Context: an optimization exercise on an open-source flow, tuned for small area. The choices shown serve that exercise and are no tape-out recipe. Only simulation tests tie the RTL to the original design; equivalence was not proved. No activity file was given, so power comes from the tool's default toggle rates.

==> flow/run.sh <==
#!/bin/bash
# The standard layout (standard.sh, unchanged synthesis, floorplan, power grid and
# routing), with two layout knobs that ORFS reads from the environment:
#  - the port buffers are the smallest buffer cell instead of the one buffer_ports picks;
#  - clock tree: clkbuf_8 buffers, sink clusters of up to 16 flip-flops within 80 um,
#    no dummy loads;
# make's output goes to standard.log; each ORFS step keeps its own log under orfs/logs/.
set -euo pipefail
export BUFFER_PORTS_ARGS="-buffer_cell sky130_fd_sc_hd__buf_1"
export CTS_ARGS="-sink_clustering_enable -repair_clock_nets -buf_list sky130_fd_sc_hd__clkbuf_8 -sink_clustering_size 16 -sink_clustering_max_diameter 80 -dont_use_dummy_load"
bash standard.sh > standard.log 2>&1
==> standard.sh <==
#!/bin/bash
# synth_recipe.tcl (not shown) runs the flow's synth.tcl, then flattens the netlist and writes it again
# the make line also repeats each setting of config.mk as NAME=value (left out here)
make -C /OpenROAD-flow-scripts/flow DESIGN_CONFIG=/design/flow/config.mk WORK_HOME=/design/flow/orfs CLKGATE_MAP_FILE= SYNTH_SCRIPT=/design/flow/synth_recipe.tcl "${@:-finish}"
==> constraint.sdc <==
create_clock -name core_clock -period 10.0 [get_ports {clk}]
set_input_delay 2.0000 -clock core_clock [delete_from_list [all_inputs] [get_ports {clk}]]
set_output_delay 2.0000 -clock core_clock [all_outputs]
set_load 0.01 [all_outputs]
==> design.v <==
module tg_rx (
    input             clk,
    input             rst,
    input             cfg_ok,
    input      [15:0] own_unit,
    input      [15:0] src_rel,
    input      [15:0] src_zs,
    input      [15:0] src_den,
    input      [4:0]  seq_win,
    input             ms_tick,
    input             in_valid,
    input      [7:0]  in_data,
    input             in_last,
    input             in_net,
    output reg        out_valid,
    output reg [3:0]  out_code,
    output reg [1:0]  out_stream,
    output reg        out_net,
    output reg        out_open,
    output reg        out_match,
    output reg        out_mismatch,
    output reg        out_single,
    output     [31:0] out_seq,
    output     [23:0] out_pl,
    output     [2:0]  synced,
    output     [2:0]  pair_open,
    output reg [2:0]  tmo_single
);
    localparam [3:0] C_OK     = 4'h0,
                     C_CRC    = 4'h1,
                     C_FORMAT = 4'h2,
                     C_ADDR   = 4'h3,
                     C_STREAM = 4'h4,
                     C_BEHIND = 4'h5,
                     C_AHEAD  = 4'h6,
                     C_LATE   = 4'h7;
    localparam [9:0] T_PAIR = 10'h204,    
                     T_SYNC = 10'h2B2;    
    reg [5:0]  cnt;           
    reg [31:0] crc;           
    reg        crc_ok;        
    reg        s_own, s_rel, s_zs, s_den;    
    reg        d_own, d_ff;   
    reg        fmt_ok;        
    reg        h1, h2, h3;    
    reg [31:0] fseq;          
    reg        sq_e, sq_i, sq_q, sq_l, sq_x;
    reg        sq_go;         
    reg        sq_on;         
    reg [95:0] body;          
    reg [95:0] ring [0:2];    
    reg [3:0]  ph;            
    reg        b_eq;          
    reg [23:0] pl;            
    reg        ev_pend;       
    reg        ev_len_ok;
    reg        ev_net;
    wire        c_first = (cnt == 6'd0);
    wire [31:0] h = crc | {32{c_first}};
    wire [7:0]  t = h[7:0] ^ in_data;
    wire [31:0] crc_nx;
    wire x8 = t[1] ^ t[6];
    wire x9 = t[2] ^ t[4];
    wire x10 = t[3] ^ t[5];
    wire x11 = t[0] ^ x9;
    wire x12 = t[7] ^ x8;
    wire x13 = x8 ^ x10;
    wire x14 = t[6] ^ t[7];
    wire x15 = t[1] ^ t[3];
    wire x16 = t[2] ^ t[7];
    wire x17 = t[1] ^ x10;
    wire x18 = x9 ^ x10;
    wire x19 = t[2] ^ x12;
    wire x20 = t[4] ^ t[7];
    wire x21 = t[5] ^ x11;
    wire x22 = t[0] ^ t[5];
    wire x23 = t[0] ^ t[3];
    wire x24 = t[2] ^ x8;
    assign crc_nx[0] = h[8] ^ x11 ^ x15;
    assign crc_nx[1] = h[9] ^ x11 ^ x17;
    assign crc_nx[2] = h[10] ^ x9 ^ x13;
    assign crc_nx[3] = h[11] ^ x14 ^ x18;
    assign crc_nx[4] = h[12] ^ t[5] ^ x19;
    assign crc_nx[5] = h[13] ^ t[4] ^ x12;
    assign crc_nx[6] = h[14] ^ x17 ^ x20;
    assign crc_nx[7] = h[15] ^ x13;
    assign crc_nx[8] = h[16] ^ x11 ^ x14;
    assign crc_nx[9] = h[17] ^ t[7] ^ x21;
    assign crc_nx[10] = h[18] ^ t[5] ^ t[6] ^ x9;
    assign crc_nx[11] = h[19] ^ x10 ^ x14;
    assign crc_nx[12] = h[20] ^ t[3] ^ x19;
    assign crc_nx[13] = h[21] ^ t[1] ^ t[7];
    assign crc_nx[14] = h[22] ^ t[4] ^ x15;
    assign crc_nx[15] = h[23] ^ x21;
    assign crc_nx[16] = h[24] ^ t[0] ^ x13;
    assign crc_nx[17] = h[25] ^ x11 ^ x12;
    assign crc_nx[18] = h[26] ^ t[5] ^ x20;
    assign crc_nx[19] = h[27] ^ x11 ^ x13;
    assign crc_nx[20] = h[28] ^ x12 ^ x18;
    assign crc_nx[21] = h[29] ^ x12 ^ x22;
    assign crc_nx[22] = h[30] ^ t[4] ^ x14 ^ x23;
    assign crc_nx[23] = h[31] ^ x10 ^ x16;
    assign crc_nx[24] = x24;
    assign crc_nx[25] = x16 ^ x23;
    assign crc_nx[26] = t[2];
    assign crc_nx[27] = t[3];
    assign crc_nx[28] = t[0] ^ t[4];
    assign crc_nx[29] = t[1] ^ x22;
    assign crc_nx[30] = t[0] ^ x24;
    assign crc_nx[31] = t[0] ^ x15 ^ x16;
    wire hi = ~cnt[0];
    reg [3:0]  mv_left;
    reg [2:0]  mv_s;
    wire       in_body = in_valid && cnt >= 6'd12 && cnt < 6'd24;    
    wire [15:0] r06 = ({16{h1}} & {ring[0][95:88], ring[0][47:40]}) |
                      ({16{h2}} & {ring[1][95:88], ring[1][47:40]}) |
                      ({16{h3}} & {ring[2][95:88], ring[2][47:40]});
    wire [4:0] wp5 = {1'b0, cnt[3:0] - 4'd12} + 5'd11 - {1'b0, ph};
    wire [3:0] wp  = (wp5 >= 5'd12) ? wp5[3:0] - 4'd12 : wp5[3:0];
    reg [7:0] crc_b;
    always @* begin
        case (cnt[1:0])
            2'd0: crc_b = crc[31:24];
            2'd1: crc_b = crc[23:16];
            2'd2: crc_b = crc[15:8];
            default: crc_b = crc[7:0];
        endcase
    end
    reg [31:0]  sseq  [0:2];    
    reg  [7:0] f_ins;
    always @* begin
        case (ph[1:0])
            2'd0: f_ins = fseq[31:24];
            2'd1: f_ins = fseq[23:16];
            2'd2: f_ins = fseq[15:8];
            default: f_ins = fseq[7:0];
        endcase
    end
    wire [7:0] s_b = ({8{h1}} & sseq[0][31:24]) | ({8{h2}} & sseq[1][31:24]) |
                     ({8{h3}} & sseq[2][31:24]);
    wire [7:0] b_dif  = f_ins - s_b;
    wire       b_eq7  = (f_ins[6:0] == s_b[6:0]);
    wire       b_eq8  = b_eq7 && (f_ins[7] == s_b[7]);
    wire       b_lt7  = (f_ins[6:0] < s_b[6:0]);
    wire       b_lt8  = (f_ins < s_b);
    wire       b_one  = (f_ins == s_b + 8'd1) && (s_b != 8'hFF);
    wire       b_wrap = (f_ins == 8'h00) && (s_b == 8'hFF);
    always @(posedge clk) begin
        if (in_valid && cnt < 6'd28)
            crc <= crc_nx;
        if (in_valid && cnt[5:2] == 4'd7)
            crc_ok <= (crc_ok || cnt[1:0] == 2'd0) && (in_data == ~crc_b);
        if (in_valid && cnt[5:1] == 5'd0) begin
            s_own <= (s_own || hi) && (in_data == (hi ? own_unit[15:8] : own_unit[7:0]));
            s_rel <= (s_rel || hi) && (in_data == (hi ? src_rel[15:8]  : src_rel[7:0]));
            s_zs  <= (s_zs  || hi) && (in_data == (hi ? src_zs[15:8]   : src_zs[7:0]));
            s_den <= (s_den || hi) && (in_data == (hi ? src_den[15:8]  : src_den[7:0]));
        end
        if (in_valid && cnt[5:1] == 5'd1) begin
            d_own <= (d_own || hi) && (in_data == (hi ? own_unit[15:8] : own_unit[7:0]));
            d_ff  <= (d_ff  || hi) && (in_data == 8'hFF);
        end
        if (in_valid && cnt == 6'd4) begin
            h1 <= (in_data == 8'd1);
            h2 <= (in_data == 8'd2);
            h3 <= (in_data == 8'd3);
        end
        if (in_valid && cnt == 6'd5)
            fmt_ok <= (in_data == 8'h01);
        if (in_valid && cnt[5:1] == 5'd3)
            fmt_ok <= fmt_ok && (in_data == 8'h00);
        if (in_valid && cnt[5:2] == 4'd2)
            fseq <= {fseq[23:0], in_data};
        if (in_valid && cnt == 6'd11)
            sq_go <= 1'b1;
        else if (sq_go && ph[1:0] == 2'd0)
            sq_go <= 1'b0;
        sq_on <= (sq_go && ph[1:0] == 2'd0) || (sq_on && ph[1:0] != 2'd3);
        if ((sq_go && ph[1:0] == 2'd0) || sq_on) begin
            if (ph[1:0] == 2'd0) begin
                sq_e <= b_eq8;
                sq_i <= b_one || b_wrap;
                sq_q <= b_eq7;
                sq_l <= b_lt7;
                sq_x <= f_ins[7] ^ s_b[7];
            end else if (ph[1:0] != 2'd3) begin
                sq_e <= sq_e && b_eq8;
                sq_i <= (sq_e && b_one) || (sq_i && b_wrap);
                sq_q <= sq_q && b_eq8;
                sq_l <= sq_l || (sq_q && b_lt8);
            end else begin
                sq_e <= sq_e && b_eq8;
                sq_i <= ((sq_e && !b_lt8) || (sq_i && b_lt8)) &&
                        (b_dif[7:5] == 3'd0) && (b_dif[4:0] != 5'd0) && (b_dif[4:0] <= seq_win);
                sq_l <= sq_x ^ (sq_l || (sq_q && b_lt8));
            end
        end
        if (in_valid && cnt >= 6'd16 && cnt < 6'd19)
            pl <= {pl[15:0], in_data};
        if (in_valid && cnt == 6'd23)
            b_eq <= 1'b1;
        else
            b_eq <= b_eq && ({body[95:88], body[47:40]} == r06);
    end
    integer p;
    always @(posedge clk) begin
        ph <= (rst || ph == 4'd11) ? 4'd0 : ph + 4'd1;
        for (p = 0; p < 12; p = p + 1) begin
            if (in_body && wp == p[3:0])
                body[95-8*p -: 8] <= in_data;
            else
                body[95-8*p -: 8] <= (p == 11) ? body[95:88] : body[87-8*p -: 8];
        end
    end
    always @(posedge clk) begin
        if (rst) begin
            cnt     <= 6'd0;
            ev_pend <= 1'b0;
        end else begin
            ev_pend <= in_valid && in_last;
            if (in_valid) begin
                if (in_last)
                    cnt <= 6'd0;
                else if (cnt != 6'd32)
                    cnt <= cnt + 6'd1;
            end
        end
        ev_len_ok <= (cnt == 6'd31);
        ev_net    <= in_net;
    end
    assign out_seq = fseq;
    assign out_pl  = pl;
    reg         syn   [0:2];
    reg         have  [0:2];    
    reg         popen [0:2];
    reg         pnet  [0:2];
    reg [9:0]   tmr   [0:2];    
    reg [32:0]  img   [0:2];    
    assign synced    = {syn[2], syn[1], syn[0]};
    assign pair_open = {popen[2], popen[1], popen[0]};
    wire [32:0] cur = {d_ff, crc};
    wire [1:0] typ = {h2 | h3, h1 | h3};
    wire         c_syn   = (h1 & syn[0])   | (h2 & syn[1])   | (h3 & syn[2]);
    wire         c_popen = (h1 & popen[0]) | (h2 & popen[1]) | (h3 & popen[2]);
    wire         c_have  = (h1 & have[0])  | (h2 & have[1])  | (h3 & have[2]);
    wire         c_pnet  = (h1 & pnet[0])  | (h2 & pnet[1])  | (h3 & pnet[2]);
    wire [32:0]  c_img   = ({33{h1}} & img[0]) | ({33{h2}} & img[1]) | ({33{h3}} & img[2]);
    wire len_ok = ev_len_ok;
    wire addr_ok = (d_own | d_ff) & ~s_own;
    wire str_ok = cfg_ok & ((h1 & s_rel & (src_rel != 16'd0)) |
                            (h2 & s_zs  & (src_zs  != 16'd0)) |
                            (h3 & s_den & (src_den != 16'd0)));
    wire        zero = sq_e;
    wire        in_w = sq_i;
    wire [31:0] d    = {sq_l, 31'd0};
    wire        other_net = (c_pnet != ev_net);
    reg [3:0] v_code;
    reg [1:0] v_stream;
    reg       v_open, v_complete;
    always @* begin
        v_code     = C_OK;
        v_stream   = typ;
        v_open     = 1'b0;
        v_complete = 1'b0;
        if (!len_ok) begin
            v_code   = C_FORMAT;
            v_stream = 2'd0;
        end else if (!crc_ok) begin
            v_code   = C_CRC;
            v_stream = 2'd0;
        end else if (!fmt_ok) begin
            v_code = C_FORMAT;
        end else if (!addr_ok) begin
            v_code = C_ADDR;
        end else if (!str_ok) begin
            v_code = C_STREAM;
        end else if (c_syn) begin
            if (zero) begin
                if (c_popen && other_net)
                    v_complete = 1'b1;
                else
                    v_code = C_LATE;
            end else if (in_w) begin
                v_open = 1'b1;
            end else if (!d[31]) begin
                v_code = C_AHEAD;
            end else begin
                v_code = C_BEHIND;
            end
        end else begin
            if (c_popen && zero) begin
                if (other_net)
                    v_complete = 1'b1;
                else
                    v_code = C_LATE;
            end else if (!c_popen && c_have && zero) begin
                v_code = C_LATE;
            end else begin
                v_open = 1'b1;
            end
        end
    end
    wire v_match = (c_img == cur) && b_eq;
    wire ev_open     = ev_pend && v_open;
    wire ev_complete = ev_pend && v_complete;
    wire [2:0] hs = {h3, h2, h1};
    integer i;
    always @(posedge clk) begin
        if (rst) begin
            out_valid    <= 1'b0;
            out_open     <= 1'b0;
            out_match    <= 1'b0;
            out_mismatch <= 1'b0;
            out_single   <= 1'b0;
            tmo_single   <= 3'b000;
            for (i = 0; i < 3; i = i + 1) begin
                syn[i]   <= 1'b0;
                have[i]  <= 1'b0;
                popen[i] <= 1'b0;
            end
        end else begin
            out_valid    <= ev_pend;
            out_open     <= ev_open;
            out_match    <= ev_complete && v_match;
            out_mismatch <= ev_complete && !v_match;
            out_single   <= ev_open && c_popen;
            tmo_single   <= 3'b000;
            for (i = 0; i < 3; i = i + 1) begin
                if (hs[i] && ev_open) begin
                    popen[i] <= 1'b1;
                    have[i]  <= 1'b1;
                end else if (hs[i] && ev_complete) begin
                    popen[i] <= 1'b0;
                    if (v_match)
                        syn[i] <= 1'b1;
                end else if (ms_tick) begin
                    if (popen[i] && tmr[i] == T_PAIR) begin
                        popen[i]      <= 1'b0;
                        tmo_single[i] <= 1'b1;
                    end
                    if (syn[i] && tmr[i] == T_SYNC)
                        syn[i] <= 1'b0;
                end
            end
        end
    end
    always @(posedge clk) begin
        for (i = 0; i < 3; i = i + 1) begin
            if (hs[i] && (ev_open || ev_complete)) begin
                tmr[i] <= 10'd0;
                if (v_open) begin
                    pnet[i] <= ev_net;
                    img[i]  <= cur;    
                end
            end else if (ms_tick && (popen[i] || syn[i])) begin
                tmr[i] <= {tmr[i][8:0], ~(tmr[i][9] ^ tmr[i][6])};
            end
        end
    end
    always @(posedge clk) begin
        out_code   <= v_code;
        out_stream <= v_stream;
        out_net    <= ev_net;
    end
    always @(posedge clk) begin
        if (rst) begin
            mv_left <= 4'd0;
        end else if (ev_open) begin
            mv_left <= 4'd11;
            mv_s    <= {h3, h2, h1};
        end else if (mv_left != 4'd0) begin
            mv_left <= mv_left - 4'd1;
        end
    end
    integer r;
    always @(posedge clk) begin
        for (r = 0; r < 3; r = r + 1)
            ring[r] <= {ring[r][87:0],
                        ((ev_open && hs[r]) || (mv_left != 4'd0 && mv_s[r])) ? body[95:88]
                                                                             : ring[r][95:88]};
    end
    integer m;
    always @(posedge clk) begin
        for (m = 0; m < 3; m = m + 1)
            sseq[m] <= {sseq[m][23:0],
                        ((ev_open && hs[m]) || (mv_left >= 4'd9 && mv_s[m])) ? f_ins
                                                                           : sseq[m][31:24]};
    end
endmodule
==> config.mk <==
export PLATFORM = sky130hd
export DESIGN_NAME = tg_rx
export DESIGN_NICKNAME = tg_rx
export VERILOG_FILES = /design/flow/design.v
export SDC_FILE = /design/flow/constraint.sdc
export NUM_CORES = 4
export LEC_CHECK = 0
export CAP_MARGIN = 0
export CORE_MARGIN = 2
export CORE_UTILIZATION = 40
export GPL_TIMING_DRIVEN = 0
export PLACE_DENSITY = 0.6
export SLEW_MARGIN = 0
==> flow_summary.rst, run 1 <==
.. list-table::
   :header-rows: 1

   * - Metric
     - Value
   * - Transition time at the pin with the least slew margin
     - 1.15 ns
   * - Leading register cell type out of synthesis
     - sky130_fd_sc_hd__dfxtp_1
   * - Aggregate global routing overflow
     - 0
   * - Leakage power
     - 10.5 nW
   * - Synthesis Warnings
     - 9
   * - Setup_tns
     - 0 ns
   * - Overall global routing resource usage
     - 18.0%
   * - Main area contributors after synthesis
     - sky130_fd_sc_hd__dfxtp_1, sky130_fd_sc_hd__edfxtp_1, sky130_fd_sc_hd__mux2_2, sky130_fd_sc_hd__xnor2_1, sky130_fd_sc_hd__a222oi_1
   * - Number of iterations in the first detailed-routing pass
     - 6
   * - Max layer used
     - met5
   * - Maximum number of pins on one net before global-route repair
     - 39
   * - Endpoint kind of the worst setup timing path
     - flip-flop
   * - Mean routed wirelength per cell
     - 20.5 um
   * - Ys async rst share
     - 0%
   * - Length of routed wiring on met1
     - 27.0 mm
   * - Startpoint class of the critical path
     - flip-flop
   * - Worst rel slew slack
     - 23.3%
   * - Final-report setup violation count
     - 0
   * - Final number of hold-violating endpoints
     - 0
   * - Result of the run
     - timing/DRC/antenna clean
   * - Antenna violations before repair
     - 3
   * - Yosys top cell area share
     - 42.5%
   * - Die Y-Extent
     - 259 um
   * - Width of the chip
     - 259 um
   * - Vias in the first global route
     - 15400
   * - Worst setup path category
     - flip-flop to flip-flop
   * - Leading area contributor after synthesis
     - sky130_fd_sc_hd__dfxtp_1
   * - First-iteration detailed-routing DRC count
     - 1466
   * - Post-DR vias/cell
     - 5.17
   * - Count of mapped cells out of synthesis
     - 1910
   * - Post-synthesis instance area
     - 26000 sq um
   * - Final worst slack
     - 4.33 ns
   * - Share of final-layout standard cells stronger than drive strength 1
     - 11.9%
   * - Max Root-Sink Buffers
     - 3
   * - Total number of placement rows
     - 93
   * - Routed length on met2
     - 27.9 mm
   * - Global-route wire length before repair
     - 92.2 mm
   * - CTS-repair resized insts
     - 0
   * - Post-detailed-route DRC marker count
     - 0
   * - Remaining antenna violation count after routing
     - 0
   * - Worst supply voltage drop on vdd
     - 0.118 mV
   * - Final clock period utilization by the worst path
     - 56.7%
   * - Overall via count from detail_route
     - 15400
   * - Tmin final
     - 5.67 ns
   * - Port Buf Inserts
     - 157
   * - #FFs+latches synth
     - 762
   * - Routability Congestion
     - 0.876
   * - Part of the Yosys area used for sequential elements
     - 66.7%
   * - Fmax achieved
     - 176 MHz
   * - Clock-pin slew on the worst setup and hold paths
     - 0.10 ns
   * - Fin Clk Skew
     - 0.0733 ns
   * - Count of H-tree levels built during CTS
     - 2
   * - Count of cell types in the netlist
     - 70
   * - Power density over the cells
     - 193 nW/um^2
   * - Growth of design area from synthesis to finish
     - 9.45%
   * - Root buffer selected by CTS
     - sky130_fd_sc_hd__clkbuf_8
   * - Initial standard-cell utilization of the core
     - 40.4%
   * - Number of flops mapped to enable cells by yosys
     - 209
   * - Clock sink count
     - 762
   * - Pre-CTS setup slack
     - 4.43 ns
   * - Max-capacitance violation count
     - 0
   * - Met3 WL post-DR
     - 3.99 mm
   * - Arr. time, crit path
     - 6.15 ns
   * - Hold crit path type
     - flip-flop to flip-flop
   * - Top fanout value on the critical path
     - 10
   * - Hold-fix buffers, CTS
     - 0
   * - Num ports
     - 161
   * - Mean area per synthesized cell
     - 13.6 sq um
   * - HPWL after detailed placement
     - 43.4 mm
   * - Post-CTS Setup Repair Bufs
     - 0
   * - Clock latency on the worst-skew pair
     - 0.68 ns
   * - Unrepaired setup endpoints after global routing
     - no
   * - Die Outline Area
     - 67100 sq um
   * - TritonCTS clock tree
     - yes
   * - Core outline area
     - 64300 sq um
   * - Net Count, Synth
     - 2030
   * - Routed wire length
     - 61.1 mm
   * - Data required time at the worst endpoint
     - 10.48 ns
   * - Nets
     - 2245
   * - TritonCTS buffer count
     - 55
   * - Final Max Slew Viols
     - 0
## worst max-delay path, stage by stage, from the launching register on
cell	delay [ns]
sky130_fd_sc_hd__edfxtp_1	0.75
sky130_fd_sc_hd__buf_2	0.43
sky130_fd_sc_hd__buf_2	0.39
sky130_fd_sc_hd__buf_2	0.43
sky130_fd_sc_hd__a22oi_1	0.17
sky130_fd_sc_hd__nand2_1	0.20
sky130_fd_sc_hd__ha_1	0.20
sky130_fd_sc_hd__inv_1	0.05
sky130_fd_sc_hd__ha_1	0.18
sky130_fd_sc_hd__or2_2	0.31
sky130_fd_sc_hd__o221ai_1	0.21
sky130_fd_sc_hd__a21boi_0	0.14
sky130_fd_sc_hd__or3_1	0.33
sky130_fd_sc_hd__and2_1	0.17
sky130_fd_sc_hd__ha_1	0.29
sky130_fd_sc_hd__mux2i_1	0.17
sky130_fd_sc_hd__a21oi_1	0.08
sky130_fd_sc_hd__or4_1	0.42
sky130_fd_sc_hd__or4_1	0.42
sky130_fd_sc_hd__o211ai_1	0.13
## synthesized netlist by cell type (all sizes together) (4+ instances only)
master  number
a21boi       4
a21o         6
a21oi       42
a222oi      75
a31oi        7
and2        16
and3         4
and4         4
buf         40
clkbuf      53
dfxtp      553
edfxtp     209
ha          35
inv         35
mux2       145
mux2i       63
nand2       60
nand2b       6
nand3       10
nand4       15
nor2       133
nor2b       13
nor3        22
nor3b        5
nor4        43
nor4b        6
o21a         8
o21ai       27
o31ai        4
or3          4
or4          4
xnor2      155
xor2        57
## cell usage in the layout (no fill, tap or decap), types with 8 or more instances in the layout
cell type,n
sky130_fd_sc_hd__o21ai_0,27
sky130_fd_sc_hd__a222oi_1,75
sky130_fd_sc_hd__a21oi_1,35
sky130_fd_sc_hd__nor2_1,130
sky130_fd_sc_hd__nor2b_1,13
sky130_fd_sc_hd__nand4_1,15
sky130_fd_sc_hd__nor3_1,22
sky130_fd_sc_hd__ha_1,35
sky130_fd_sc_hd__clkbuf_1,53
sky130_fd_sc_hd__xor2_1,57
sky130_fd_sc_hd__edfxtp_1,209
sky130_fd_sc_hd__dfxtp_1,553
sky130_fd_sc_hd__mux2_2,142
sky130_fd_sc_hd__nor4_1,41
sky130_fd_sc_hd__mux2i_1,63
sky130_fd_sc_hd__buf_1,169
sky130_fd_sc_hd__o21a_1,8
sky130_fd_sc_hd__buf_2,16
sky130_fd_sc_hd__inv_1,35
sky130_fd_sc_hd__clkbuf_8,55
sky130_fd_sc_hd__nand2_1,60
sky130_fd_sc_hd__xnor2_1,148
sky130_fd_sc_hd__and2_1,15
sky130_fd_sc_hd__nand3_1,10
## power breakdown
part,internal [mW],total (mW),switching (mW)
clock,0.492,1.40,0.903
sequential,3.30,3.43,0.129
combinational,0.287,0.668,0.381
## logic make-up (layout without fill, tap and decap cells)
kind of cell	count (synthesis)	count (layout)	synth area share (%)
mux	208	208	8.70
flops	762	762	66.7
fa+ha+maj	36	36	1.76
other cells	1	2	0.0144
buf+inv	129	342	2.18
compound gates	209	209	6.48
xor+xnor	212	212	7.34
simple gates	353	353	6.86
## state kept, by name, summed over array words and instances (netlist names), 2 cells and up
| signal | flops |
|---|---|
| crc | 32 |
| out_code | 3 |
| img | 99 |
| fseq | 32 |
| popen | 3 |
| ph | 4 |
| syn | 3 |
| mv_s | 3 |
| sseq | 96 |
| pl | 24 |
| mv_left | 4 |
| ring | 288 |
| have | 3 |
| pnet | 3 |
| tmo_single | 3 |
| cnt | 6 |
| body | 96 |
| out_stream | 2 |
| tmr | 30 |
## through the flow
step                area [sq um]  cells  hold slack (ns)  utilization (%)  total power [mW]
floorplan                  26000   1910            0.310                -              3.94
global placement           27700   2922            0.310             43.0              4.14
detailed placement         27700   2923            0.312             43.1              4.16
CTS                        28500   2978            0.282             44.3              5.54
global route               28500   2979            0.270             44.3              5.73
finish                     28500   2979            0.287             44.3              5.49
## per-layer routing
layer | vias up | track usage, %
met5 | - | 0
met4 | 2 | 7.00
met3 | 127 | 3.40
met2 | 489 | 29.1
met1 | 7561 | 23.9
li1 | 7219 | -
## worst paths after layout
| kind | from | endpoint | slack, ns | cells past startpoint |
|---|---|---|---|---|
| min | ring[1][36] | ring[1][44] | 0.29 | 0 |
| max reg2reg | h3 | sq_i | 4.33 | 19 |
| max | h3 | sq_i | 4.33 | 19 |
| min reg2reg | ring[1][36] | ring[1][44] | 0.29 | 0 |
## final cells by class
class,count,area [sq um]
multi-input combinational,1019,8120
buffer,93,433
tap,855,1070
fill,5899,35900
timing repair buffer,158,617
sequential,762,17300
inverter,36,135
antenna,1,2.50
clock buffer,55,757
==> inputs of run 2 (changes only) <==
--- a/config.mk
+++ b/config.mk
@@ -9,5 +9,4 @@
 export CORE_MARGIN = 2
 export CORE_UTILIZATION = 40
-export GPL_TIMING_DRIVEN = 0
 export PLACE_DENSITY = 0.6
 export SLEW_MARGIN = 0
==> run 2 against run 1 <==
Net effect:
- still clean on timing, DRC and antenna
- routed wire length shrank 3.7%
- worst hold slack lost 0.011 ns
- first-iteration DRC count shrank 7.1%
- clock skew grew 0.0074 ns
- global-route usage shrank 0.70 points
- sequential power grew 1%
- critical path depth shrank 2
- final area shrank 0.97%
- fmax grew 9.5%
- synthesized cell count is the same
- largest power group unchanged
- highest routed layer is now met4
==> flow_summary.rst, run 2 <==
.. list-table::
   :header-rows: 1

   * - Metric
     - Value
   * - Result of the run
     - timing/DRC/antenna clean
   * - Unrepaired setup endpoints after global routing
     - no
   * - Aggregate global routing overflow
     - 0 (unchanged)
   * - Die Y-Extent
     - 259 um (unchanged)
   * - Final non-filler cell total
     - 2910 (-2.3%)
   * - Most frequent cells in the layout
     - sky130_fd_sc_hd__dfxtp_1, sky130_fd_sc_hd__edfxtp_1, sky130_fd_sc_hd__buf_1, sky130_fd_sc_hd__xnor2_1, sky130_fd_sc_hd__mux2_2
   * - Fin Clk Skew
     - 0.0807 ns (+0.00743 ns)
   * - Largest registers in the final layout
     - ring: 288 flops, img: 99 flops
   * - Share of final-layout standard cells stronger than drive strength 1
     - 12.4% (+0.55 points)
   * - Tmin final
     - 5.17 ns (-0.494 ns)
   * - Top fanout value on the critical path
     - 19 (+9)
   * - Num ports
     - 161 (unchanged)
   * - Overall global routing resource usage
     - 17.3% (-0.70 points)
   * - Count of mapped cells out of synthesis
     - 1910 (unchanged)
   * - Final worst slack
     - 4.83 ns (+0.494 ns)
   * - Max Root-Sink Buffers
     - 3 (unchanged)
   * - Overall via count from detail_route
     - 15100 (-2.2%)
   * - Routed wire length
     - 58.8 mm (-3.7%)
   * - Final-report setup violation count
     - 0 (unchanged)
   * - Filler cell count
     - 5854 (-0.76%)
   * - #FFs+latches synth
     - 762 (unchanged)
   * - Flip-flop count of the largest register after layout
     - 288 (unchanged)
   * - Ys async rst share
     - 0% (unchanged)
   * - Core outline area
     - 64300 sq um (unchanged)
   * - TritonCTS buffer count
     - 53 (-3.6%)
   * - Commonest non-fill, non-tap cell in the layout
     - sky130_fd_sc_hd__dfxtp_1
   * - Die Outline Area
     - 67100 sq um (unchanged)
   * - Maximum number of pins on one net before global-route repair
     - 55 (+41%)
   * - Leakage power
     - 10.4 nW (-0.74%)
   * - Mean routed wirelength per cell
     - 20.2 um (-1.4%)
   * - Final Max Slew Viols
     - 0 (unchanged)
   * - Part of the Yosys area used for sequential elements
     - 66.7% (unchanged)
   * - Worst supply voltage drop on vdd
     - 0.113 mV (-4.3%)
   * - Post-CTS Setup Repair Bufs
     - 0 (unchanged)
   * - Worst R2R Setup Slack
     - 4.83 ns (+0.49 ns)
   * - Arr. time, crit path
     - 5.65 ns (-0.50 ns)
   * - Width of the chip
     - 259 um (unchanged)
   * - Number of iterations in the first detailed-routing pass
     - 8 (+2)
   * - Yosys top cell area share
     - 42.5% (unchanged)
   * - Clock latency on the worst-skew pair
     - 0.70 ns (+0.02 ns)
   * - Endpoint kind of the worst setup timing path
     - flip-flop
   * - Power density over the cells
     - 194 nW/um^2 (+0.36%)
   * - Port Buf Inserts
     - 159 (+1.3%)
   * - Main area contributors after synthesis
     - sky130_fd_sc_hd__dfxtp_1, sky130_fd_sc_hd__edfxtp_1, sky130_fd_sc_hd__mux2_2, sky130_fd_sc_hd__xnor2_1, sky130_fd_sc_hd__a222oi_1
   * - Setup_tns
     - 0 ns (unchanged)
   * - CTS-repair resized insts
     - 0 (unchanged)
   * - Total number of placement rows
     - 93 (unchanged)
   * - Count of cell types in the netlist
     - 70 (unchanged)
   * - First-iteration detailed-routing DRC count
     - 1362 (-7.1%)
   * - Nets
     - 2175 (-3.1%)
   * - Post-detailed-route DRC marker count
     - 0 (unchanged)
   * - Hold crit path type
     - flip-flop to flip-flop
   * - Mean area per synthesized cell
     - 13.6 sq um (unchanged)
   * - Post-synthesis instance area
     - 26000 sq um (unchanged)
   * - Synthesis Warnings
     - 9 (unchanged)
   * - Pre-CTS setup slack
     - 4.40 ns (-0.0222 ns)
   * - Leading area contributor after synthesis
     - sky130_fd_sc_hd__dfxtp_1
   * - Reg with most FFs
     - ring
   * - Vias in the first global route
     - 14900 (-3.6%)
   * - TritonCTS clock tree
     - yes
   * - Post-DR vias/cell
     - 5.18 (+0.16%)
   * - Clock-pin slew on the worst setup and hold paths
     - 0.10 ns (about the same)
   * - Final clock period utilization by the worst path
     - 51.7% (-4.9 points)
   * - Fmax achieved
     - 193 MHz (+9.5%)
   * - Count of H-tree levels built during CTS
     - 2 (unchanged)
   * - Antenna violations before repair
     - 0 (-3)
   * - Data required time at the worst endpoint
     - 10.48 ns (about the same)
   * - Post-layout total power
     - 5.46 mW (-0.62%)
   * - Startpoint class of the critical path
     - flip-flop
   * - Worst setup path category
     - flip-flop to flip-flop
   * - Placed cells
     - 2855 (-2.3%)
   * - Growth of design area from synthesis to finish
     - 8.39%
   * - Synth top cells by count
     - sky130_fd_sc_hd__dfxtp_1, sky130_fd_sc_hd__edfxtp_1, sky130_fd_sc_hd__xnor2_1
   * - Root buffer selected by CTS
     - sky130_fd_sc_hd__clkbuf_8
   * - Number of flops mapped to enable cells by yosys
     - 209 (unchanged)
   * - Worst rel slew slack
     - 18.2% (-5.1 points)
   * - Net Count, Synth
     - 2030 (unchanged)
   * - Final number of hold-violating endpoints
     - 0 (unchanged)
   * - Global-route wire length before repair
     - 89.8 mm (-2.5%)
   * - Routability Congestion
     - 0.793 (-9.4%)
   * - Transition time at the pin with the least slew margin
     - 1.22 ns (+0.0736 ns)
   * - Most numerous cell in the Yosys netlist
     - sky130_fd_sc_hd__dfxtp_1
   * - Remaining antenna violation count after routing
     - 0 (unchanged)
   * - Max-capacitance violation count
     - 0 (unchanged)
   * - Leading register cell type out of synthesis
     - sky130_fd_sc_hd__dfxtp_1
   * - Initial standard-cell utilization of the core
     - 40.4% (unchanged)
   * - HPWL after detailed placement
     - 39.7 mm (-8.5%)
   * - Hold-fix buffers, CTS
     - 0 (unchanged)
   * - Clock sink count
     - 762 (unchanged)
## run 2: cell counts after synthesis
Identical to the previous run, type by type.
## run 2: report_power, final
group,total [mW],switching [mW],internal (mW)
sequential,3.47,0.166,3.30
clock,1.37,0.899,0.475
combinational,0.617,0.334,0.283
## run 2: final timing paths
| kind | startpoint | end | cells after the start |
|---|---|---|---|
| max | ph[0] | sq_i | 17 |
| min | ring[2][51] | ring[2][59] | 0 |
| max reg2reg | ph[0] | sq_i | 17 |
| min reg2reg | ring[2][51] | ring[2][59] | 0 |
## run 2: worst max-delay path: stages, from the launching register on
cell and delay [ns]:
sky130_fd_sc_hd__dfxtp_1 0.35, sky130_fd_sc_hd__inv_1 0.14, sky130_fd_sc_hd__ha_1 0.65, sky130_fd_sc_hd__a222oi_1 0.14, sky130_fd_sc_hd__a21oi_1 0.72, sky130_fd_sc_hd__xnor2_1 0.18
sky130_fd_sc_hd__ha_1 0.20, sky130_fd_sc_hd__or2_2 0.31, sky130_fd_sc_hd__o221ai_1 0.23, sky130_fd_sc_hd__a21boi_0 0.15, sky130_fd_sc_hd__or3_1 0.33, sky130_fd_sc_hd__and2_1 0.17
sky130_fd_sc_hd__ha_1 0.29, sky130_fd_sc_hd__mux2i_1 0.17, sky130_fd_sc_hd__a21oi_1 0.07, sky130_fd_sc_hd__or4_1 0.38, sky130_fd_sc_hd__or4_1 0.41, sky130_fd_sc_hd__o211ai_1 0.11
## run 2: cell type report
cell class	count	area, sq um	share of cell area, %
Tap cell	855	1070	3.79
Sequential cell	762	17300	61.5
Multi-Input combinational cell	1019	8130	28.8
Clock buffer	53	729	2.59
Inverter	36	135	0.479
Timing Repair Buffer	183	786	2.79
Antenna cell	2	5.00	0.0177
## run 2: layer usage
layer	GRT usage, %	share of wire [%]
met5	0	0
met4	3.73	1.6
met3	2.76	5.2
met2	27.9	46
met1	24.5	47
## run 2: through the flow
stage / hold WS, ns / util [%] / area, sq um
final: 0.276 / 43.8 / 28200
after global routing: 0.275 / 43.8 / 28200
after CTS: 0.273 / 43.8 / 28200
after detailed placement: 0.312 / 42.7 / 27500
after global placement: 0.310 / 42.7 / 27500
after floorplan: 0.310 / - / 26000
## run 2: logic make-up (layout without fill, tap and decap cells)
family                     Yosys count  after routing  synth area share, %
DFF                                762            762                 66.7
muxes                              208            208                 8.70
adders and majority gates           36             36                 1.76
buffers and inverters              129            272                 2.18
AOI/OAI and AO/OA                  209            209                 6.48
and+or+nand+nor                    353            353                 6.86
other                                1              3               0.0144
xor gates and xnor gates           212            212                 7.34
==> inputs of run 3 (changes only) <==
==> flow/run.sh (replaced) <==
#!/bin/bash
# The standard layout (standard.sh, unchanged synthesis, floorplan, power grid and
# routing), with two layout knobs that ORFS reads from the environment:
#  - the port buffers are the smallest buffer cell instead of the one buffer_ports picks;
#  - clock tree: clkbuf_8 buffers, sink clusters of up to 18 flip-flops within 80 um,
#    no dummy loads;
# make's output goes to standard.log; each ORFS step keeps its own log under orfs/logs/.
set -euo pipefail
export BUFFER_PORTS_ARGS="-buffer_cell sky130_fd_sc_hd__buf_1"
export CTS_ARGS="-sink_clustering_enable -repair_clock_nets -buf_list sky130_fd_sc_hd__clkbuf_8 -sink_clustering_size 18 -sink_clustering_max_diameter 80 -dont_use_dummy_load"
bash standard.sh > standard.log 2>&1
==> run 3 against run 2 <==
Net effect:
- combinational power hardly changed
- global-route usage shrank 0.092 points
- highest routed layer unchanged
- worst setup slack improved by 0.043 ns
- die area stayed put
- still clean
==> flow_summary.rst, run 3 <==
.. list-table::
   :header-rows: 1

   * - Metric
     - Value
   * - Result of the run
     - timing/DRC/antenna clean
   * - Final-report setup violation count
     - 0 (unchanged)
   * - Clock latency on the worst-skew pair
     - 0.68 ns (-0.02 ns)
   * - Final worst slack
     - 4.87 ns (+0.0425 ns)
   * - Flip-flop count of the largest register after layout
     - 288 (unchanged)
   * - Filler cell count
     - 5869 (+0.26%)
   * - Remaining antenna violation count after routing
     - 0 (unchanged)
   * - Placed cells
     - 2855 (unchanged)
   * - Number of flops mapped to enable cells by yosys
     - 209 (unchanged)
   * - Area taken by multi-input logic gates
     - 8130 sq um (unchanged)
   * - Core outline area
     - 64300 sq um (unchanged)
   * - Max Root-Sink Buffers
     - 3 (unchanged)
   * - Routability Congestion
     - 0.793 (unchanged)
   * - CTS-repair resized insts
     - 0 (unchanged)
   * - Setup_tns
     - 0 ns (unchanged)
   * - Worst rel slew slack
     - 19.9% (+1.6 points)
   * - Nets
     - 2170 (-0.23%)
   * - Root buffer selected by CTS
     - sky130_fd_sc_hd__clkbuf_8
   * - Worst setup path category
     - flip-flop to flip-flop
   * - Post-layout total power
     - 5.40 mW (-1.1%)
   * - Transition time at the pin with the least slew margin
     - 1.20 ns (-0.0244 ns)
   * - Growth of design area from synthesis to finish
     - 8.12%
   * - Number of iterations in the first detailed-routing pass
     - 7 (-1)
   * - Max-capacitance violation count
     - 0 (unchanged)
   * - Share of final-layout standard cells stronger than drive strength 1
     - 12.2% (-0.21 points)
   * - Commonest non-fill, non-tap cell in the layout
     - sky130_fd_sc_hd__dfxtp_1
   * - Top fanout value on the critical path
     - 19 (unchanged)
   * - Vias in the first global route
     - 14800 (-0.72%)
   * - HPWL after detailed placement
     - 39.7 mm (unchanged)
   * - Fin Clk Skew
     - 0.0922 ns (+0.0115 ns)
   * - Clock sink count
     - 762 (unchanged)
   * - Die Outline Area
     - 67100 sq um (unchanged)
   * - Global-route wire length before repair
     - 89.3 mm (-0.64%)
   * - Final number of hold-violating endpoints
     - 0 (unchanged)
   * - Worst supply voltage drop on vdd
     - 0.0790 mV (-30%)
   * - Post-synthesis instance area
     - 26000 sq um (unchanged)
   * - Leading register cell type out of synthesis
     - sky130_fd_sc_hd__dfxtp_1
   * - Fmax achieved
     - 195 MHz (+0.83%)
   * - Synthesis Warnings
     - 9 (unchanged)
   * - Final non-filler cell total
     - 2905 (-0.17%)
   * - Main area contributors after synthesis
     - sky130_fd_sc_hd__dfxtp_1, sky130_fd_sc_hd__edfxtp_1, sky130_fd_sc_hd__mux2_2, sky130_fd_sc_hd__xnor2_1, sky130_fd_sc_hd__a222oi_1
   * - First-iteration detailed-routing DRC count
     - 1413 (+3.7%)
   * - Tmin final
     - 5.13 ns (-0.0425 ns)
   * - Mean routed wirelength per cell
     - 20.1 um (-0.42%)
   * - Most frequent cells in the layout
     - sky130_fd_sc_hd__dfxtp_1, sky130_fd_sc_hd__edfxtp_1, sky130_fd_sc_hd__buf_1, sky130_fd_sc_hd__xnor2_1, sky130_fd_sc_hd__mux2_2
   * - Post-CTS Setup Repair Bufs
     - 0 (unchanged)
   * - Synth top cells by count
     - sky130_fd_sc_hd__dfxtp_1, sky130_fd_sc_hd__edfxtp_1, sky130_fd_sc_hd__xnor2_1
   * - Antenna violations before repair
     - 0 (unchanged)
   * - Largest registers in the final layout
     - ring: 288 flops, img: 99 flops
   * - Routed wire length
     - 58.5 mm (-0.59%)
   * - Leakage power
     - 10.4 nW (-0.34%)
   * - TritonCTS buffer count
     - 48 (-9.4%)
   * - TritonCTS clock tree
     - yes
   * - Count of cell types in the netlist
     - 70 (unchanged)
   * - Post-DR vias/cell
     - 5.16 (-0.40%)
   * - Die Y-Extent
     - 259 um (unchanged)
   * - Maximum number of pins on one net before global-route repair
     - 55 (unchanged)
   * - Data required time at the worst endpoint
     - 10.50 ns (+0.02 ns)
   * - #FFs+latches synth
     - 762 (unchanged)
   * - Leading area contributor after synthesis
     - sky130_fd_sc_hd__dfxtp_1
   * - Initial standard-cell utilization of the core
     - 40.4% (unchanged)
   * - Count of mapped cells out of synthesis
     - 1910 (unchanged)
   * - Net Count, Synth
     - 2030 (unchanged)
   * - Width of the chip
     - 259 um (unchanged)
   * - Startpoint class of the critical path
     - flip-flop
   * - Pre-CTS setup slack
     - 4.40 ns (unchanged)
   * - Count of H-tree levels built during CTS
     - 2 (unchanged)
   * - Post-detailed-route DRC marker count
     - 0 (unchanged)
   * - Arr. time, crit path
     - 5.63 ns (-0.02 ns)
   * - Reg with most FFs
     - ring
   * - Unrepaired setup endpoints after global routing
     - no
   * - Ys async rst share
     - 0% (unchanged)
   * - Aggregate global routing overflow
     - 0 (unchanged)
   * - Port Buf Inserts
     - 159 (unchanged)
   * - Mean area per synthesized cell
     - 13.6 sq um (unchanged)
   * - Hold crit path type
     - flip-flop to flip-flop
   * - Total number of placement rows
     - 93 (unchanged)
   * - Part of the Yosys area used for sequential elements
     - 66.7% (unchanged)
   * - Yosys top cell area share
     - 42.5% (unchanged)
   * - Endpoint kind of the worst setup timing path
     - flip-flop
   * - Final clock period utilization by the worst path
     - 51.3% (-0.43 points)
   * - Most numerous cell in the Yosys netlist
     - sky130_fd_sc_hd__dfxtp_1
   * - Final Max Slew Viols
     - 0 (unchanged)
   * - Register area
     - 17300 sq um (unchanged)
   * - Clock-pin slew on the worst setup and hold paths
     - 0.12 ns (+0.02 ns)
   * - Power density over the cells
     - 192 nW/um^2 (-0.90%)
   * - Overall global routing resource usage
     - 17.2% (-0.092 points)
   * - Overall via count from detail_route
     - 15000 (-0.57%)
   * - Hold-fix buffers, CTS
     - 0 (unchanged)
   * - Num ports
     - 161 (unchanged)
==> run 3: final timing paths <==
kind / from / to / slack [ns] / cells after the start
setup reg to reg: ph[1] / sq_i / 4.87 / 17
hold reg to reg: ring[1][26] / ring[1][34] / 0.28 / 0
hold / removal: ring[1][26] / ring[1][34] / 0.28 / 0
setup / recovery: ph[1] / sq_i / 4.87 / 17
==> run 3: final cells by class <==
type / count / area share (%)
sequential: 762 / 61.7
multi-input combinational: 1019 / 28.9
tap: 855 / 3.80
timing repair buffer: 183 / 2.79
clock buffer: 48 / 2.35
inverter: 36 / 0.480
antenna: 2 / 0.0178
==> run 3: per-stage QoR <==
step	cell area [sq um]	hold WS, ns	utilization, %
finish	28100	0.278	43.7
CTS	28100	0.273	43.7
detailed placement	27500	0.312	42.7
global placement	27500	0.310	42.7
global route	28100	0.267	43.7
floorplan	26000	0.310	-
==> run 3: worst max-delay path, cell delays in order, from the launching register on <==
cell and delay (ns):
sky130_fd_sc_hd__dfxtp_1 0.36, sky130_fd_sc_hd__inv_1 0.11, sky130_fd_sc_hd__ha_1 0.63, sky130_fd_sc_hd__a222oi_1 0.14, sky130_fd_sc_hd__a21oi_1 0.71, sky130_fd_sc_hd__xnor2_1 0.18
sky130_fd_sc_hd__ha_1 0.20, sky130_fd_sc_hd__or2_2 0.31, sky130_fd_sc_hd__o221ai_1 0.22, sky130_fd_sc_hd__a21boi_0 0.15, sky130_fd_sc_hd__or3_1 0.33, sky130_fd_sc_hd__and2_1 0.17
sky130_fd_sc_hd__ha_1 0.29, sky130_fd_sc_hd__mux2i_1 0.17, sky130_fd_sc_hd__a21oi_1 0.07, sky130_fd_sc_hd__or4_1 0.38, sky130_fd_sc_hd__or4_1 0.40, sky130_fd_sc_hd__o211ai_1 0.11
==> run 3: power by group <==
| group | leakage (nW) | total, mW | switching [mW] | internal [mW] |
|---|---|---|---|---|
| sequential | 6.36 | 3.47 | 0.165 | 3.30 |
| combinational | 3.67 | 0.618 | 0.336 | 0.283 |
| clock | 0.345 | 1.31 | 0.878 | 0.433 |
| total | 10.4 | 5.40 | 1.38 | 4.02 |
==> run 3: routing by layer <==
layer  track usage, %  share of wire, %  vias up
met5                0                 0        -
met2             27.6                46      437
li1                 -                 -     7071
met1             24.4                47     7405
met3             2.89               5.4       67
met4             3.64               1.7        0
==> run 3: cell families after synthesis <==
logic type      count (synthesis)  share of synthesized area, %
compound gates                209                          6.48
xor+xnor                      212                          7.34
fa+ha+maj                      36                          1.76
buf+inv                       129                          2.18
flops                         762                          66.7
mux                           208                          8.70
other cells                     1                        0.0144
simple gates                  353                          6.86

-- afterwards: timing with drivers on the ports --
No port has a modelled driver above. Below, the same layouts with a new extraction and two added sets of constraints.
Step 1 assumes that a clkbuf_16 drives the clock port and a buf_2 every other input.
Step 2 moves the port delays by t, midway between the first and last clock arrival at a register: inputs arrive t later, outputs are due t later. That takes back most of the time a late clock gives input paths.
Three values: ideal ports, drivers, drivers and shift; two values: the first two.
run	t, ns	setup slack, ns	slew at the worst register clock pin (ns)
run 1	0.700	4.332 / 4.332 / 4.332	0.11 / 0.11
run 2	0.718	4.826 / 4.826 / 4.433	0.10 / 0.10
run 3	0.700	4.868 / 4.868 / 4.345	0.12 / 0.12
After both steps setup and hold are still met in every run listed. For run 3, which loses most, drivers alone change the setup slack by 0.000 ns; drivers and shift together by -0.523 ns.
